From an optimization exercise on the open Yosys and OpenROAD flow, aimed at small area, a short achievable clock period and few clock cycles; shortcuts taken in it are not production practice. Function was checked by simulation only, so behaviour that the tests miss may differ from the original.

==> flow/design.v (excerpt) <==
module ctl_law_engine (
    input  wire        clk,
    input  wire        rst,
    input  wire        start,
    output reg  [7:0]  rd_addr,
    input  wire [39:0] rd_data,
    output reg         wr_en,
    output reg  [7:0]  wr_addr,
    output reg  [39:0] wr_data,
    output reg         done
);
For scale: roughly 8800 cells after synthesis, ~1400 flip-flops, ~100 I/O pins.
export LEC_CHECK = 0
export CAP_MARGIN = 20
export CORE_MARGIN = 2
export CORE_UTILIZATION = 40
export CTS_CLUSTER_DIAMETER = 80
export CTS_CLUSTER_SIZE = 24
export SLEW_MARGIN = 20
export SYNTH_HIERARCHICAL = 1
create_clock -name core_clock -period 20.0 [get_ports {clk}]
standard.sh (not shown) runs the stock make flow with config.mk's settings and CLKGATE_MAP_FILE= SYNTH_SCRIPT=/design/flow/synth_recipe.tcl, a recipe that flattens the netlist after the stock synthesis.
==> flow/flow/run.sh <==
#!/bin/bash
set -euo pipefail
export BUFFER_PORTS_ARGS="-buffer_cell sky130_fd_sc_hd__buf_4"
export PRE_DETAIL_PLACE_TCL="$PWD/flow/resize_io.tcl"
bash standard.sh > layout.log 2>&1
==> flow/flow/resize_io.tcl <==
# Hook run before detailed placement (PRE_DETAIL_PLACE_TCL): the flip-flops
# that drive the output ports' buffers get a stronger drive of the same cell
# (sky130_fd_sc_hd__dfxtp_1 -> dfxtp_4); their names and function stay.
set n_up 0
foreach port [get_ports -filter "direction == output"] {
  set pnet [get_nets -quiet [get_full_name $port]]
  if {$pnet eq ""} { continue }
  foreach bpin [get_pins -quiet -of_objects $pnet -filter "direction == output"] {
    set buf [get_cells -of_objects $bpin]
    foreach ipin [get_pins -of_objects $buf -filter "direction == input"] {
      set inet [get_nets -of_objects $ipin]
      foreach dpin [get_pins -quiet -of_objects $inet -filter "direction == output"] {
        set ff [get_cells -of_objects $dpin]
        if {[get_property $ff ref_name] eq "sky130_fd_sc_hd__dfxtp_1"} {
          replace_cell $ff sky130_fd_sc_hd__dfxtp_4
          incr n_up
        }
      }
    }
  }
}
puts "resize_io: $n_up output flip-flops set to dfxtp_4"
Testbench counts at the start, summed over its fixed seeds: cycles 123,961.
Edit:
--- a/flow/design.v
+++ b/flow/design.v
@@ -66,21 +66,21 @@
     reg [9:0]  top4;        
     reg [39:0] xo;          
     reg        h_gt4;       
     reg        h_lt4;       
     reg        lim_on4;     
     reg [40:0] lim_a;
     reg [40:0] lim_b;
     reg       v5;
     reg [3:0] r5;
     reg       sat5;
-    reg       hold5, p_hi5, p_lo5;
+    reg       hold5, lim_on5;
     reg       s_xo5, s_q5, s_max5, s_min5;
     reg       v6;
     reg       sat6;
     reg [1:0] inc6;
     reg [7:0] mneg0, mneg1, mnz0, mnz1;
     reg [1:0] lim_hi, lim_lo;
     reg       lim_any;
     function [3:0] next_col;
         input [3:0] c;
         input [3:0] n_s;
@@ -3033,37 +3033,26 @@
     wire        m_pos3  = m_nz3 && !m_neg3;
     wire        j_hi3   = lnk3 ? lim_hi[1] : lim_hi[0];
     wire        j_lo3   = lnk3 ? lim_lo[1] : lim_lo[0];
     wire        lt_q   = $signed(q4) < $signed(xo);
     wire        eq_q   = q4 == xo;
     wire        xo_max = xo == 40'h7F_FFFF_FFFF;
     wire        xo_min = xo == 40'h80_0000_0000;
     wire        lt     = shi4 ? 1'b0   : slo4 ? !xo_min : lt_q;
     wire        eq     = shi4 ? xo_max : slo4 ? xo_min  : eq_q;
     wire        hold   = (h_lt4 && lt) || (h_gt4 && !lt && !eq);
-    wire signed [40:0] q4_41 = {q4[39], q4};
-    wire signed [40:0] xo41  = {xo[39], xo};
-    wire signed [40:0] smax  = 41'h07F_FFFF_FFFF;
-    wire signed [40:0] smin  = 41'h180_0000_0000;
-    wire        chr    = shi4 ? (smax > $signed(lim_a)) :
-                         slo4 ? (smin > $signed(lim_a)) : (q4_41 > $signed(lim_a));
-    wire        clr    = shi4 ? (smax < $signed(lim_b)) :
-                         slo4 ? (smin < $signed(lim_b)) : (q4_41 < $signed(lim_b));
-    wire        chx    = xo41 > $signed(lim_a);
-    wire        clx    = xo41 < $signed(lim_b);
-    wire        p_hi4  = lim_on4 && (hold ? chx : chr);
-    wire        p_lo4  = lim_on4 && !p_hi4 && (hold ? clx : clr);
     wire [39:0] x5     = ({40{s_xo5}} & xo) | ({40{s_q5}} & q4) |
                          ({40{s_max5}} & 40'h7F_FFFF_FFFF) |
                          ({40{s_min5}} & 40'h80_0000_0000);
-    wire        p_hi   = p_hi5;
-    wire        p_lo   = p_lo5;
+    wire signed [40:0] x5_41 = {x5[39], x5};
+    wire        p_hi   = lim_on5 && (x5_41 > $signed(lim_a));
+    wire        p_lo   = lim_on5 && !p_hi && (x5_41 < $signed(lim_b));
     wire [39:0] p_out  = p_hi ? lim_a[39:0] : (p_lo ? lim_b[39:0] : x5);
     wire [1:0]  inc5   = {1'b0, hold5} + {1'b0, p_hi | p_lo};
     wire [16:0] limcnt_sum  = {1'b0, stat[39:24]} + {15'd0, inc6};
     wire [15:0] limcnt_next = limcnt_sum[16] ? 16'hFFFF : limcnt_sum[15:0];
     wire [15:0] asat_next   = (stat[23:8] == 16'hFFFF) ? 16'hFFFF : stat[23:8] + 16'd1;
     wire [15:0] limcnt_n    = v6 ? limcnt_next : stat[39:24];
     wire [15:0] asat_n      = (v6 && sat6) ? asat_next : stat[23:8];
     wire        asat_f      = (v6 && sat6) | stat[4];
     wire        sat_last    = shi4 | slo4;
     wire [39:0] ring_in = (k1 == K_V) ? rd_data : rv[0];
@@ -3127,22 +3116,21 @@
         end
         h_gt4   <= is_int3 && ((j_hi3 && m_pos3) || (j_lo3 && m_neg3));
         h_lt4   <= is_int3 && ((j_hi3 && m_neg3) || (j_lo3 && m_pos3));
         lim_on4 <= r3[3] || intmask[si3];
         v4   <= v3;
         r4   <= r3;
         v5    <= v4;
         r5    <= r4;
         sat5  <= shi4 | slo4;
         hold5   <= hold;
-        p_hi5   <= p_hi4;
-        p_lo5   <= p_lo4;
+        lim_on5 <= lim_on4;
         s_xo5   <= hold;
         s_q5    <= !hold && !shi4 && !slo4;
         s_max5  <= !hold && shi4;
         s_min5  <= !hold && slo4;
         wr_en <= 1'b0;
         v6    <= v5;
         sat6  <= sat5;
         inc6  <= r5[3] ? 2'd0 : inc5;
         wr_data <= p_out;
         wr_addr <= r5[3] ? (8'h1C + {7'd0, r5[0]}) : (8'h20 + {5'd0, r5[2:0]});
Global-route usage stays flat.
Sequential cell count decreases by 1.
Routed wire length fell by 1.6%.
Count of clock-buffer cells in the layout is higher by 1.
Maximum frequency drops by 1.6%.
Testbench counts after the change, summed over its fixed seeds: cycles 123,961.

## afterwards: timing with drivers on the ports
The results above use ideal ports. As a check the final layouts listed here were re-extracted and re-timed, cells and wires unchanged.
Step 1: set_driving_cell puts a clkbuf_16 on clk and a buf_2 on each other input, an assumption about the parent block.
Step 2 moves the port delays by t, midway between the first and last clock arrival at a register: inputs arrive t later, outputs are due t later. That takes back most of the time a late clock gives input paths.
Three values: no drivers, after step 1, after step 2; two values: the first two.
run	t (ns)	slack for setup (ns)	worst hold slack (ns)	worst register clock-pin slew, ns	worst data-port slew with drivers (ns)
the first run	0.836	14.684 / 14.649 / 14.587	0.323 / 0.323 / 0.323	0.11 / 0.11	0.05
the second run	0.833	14.599 / 14.507 / 14.599	0.320 / 0.320 / 0.320	0.11 / 0.11	0.13
After both steps every run listed still meets setup and hold. For the first run, which loses most, drivers alone change the setup slack by -0.035 ns; drivers and shift together by -0.097 ns.
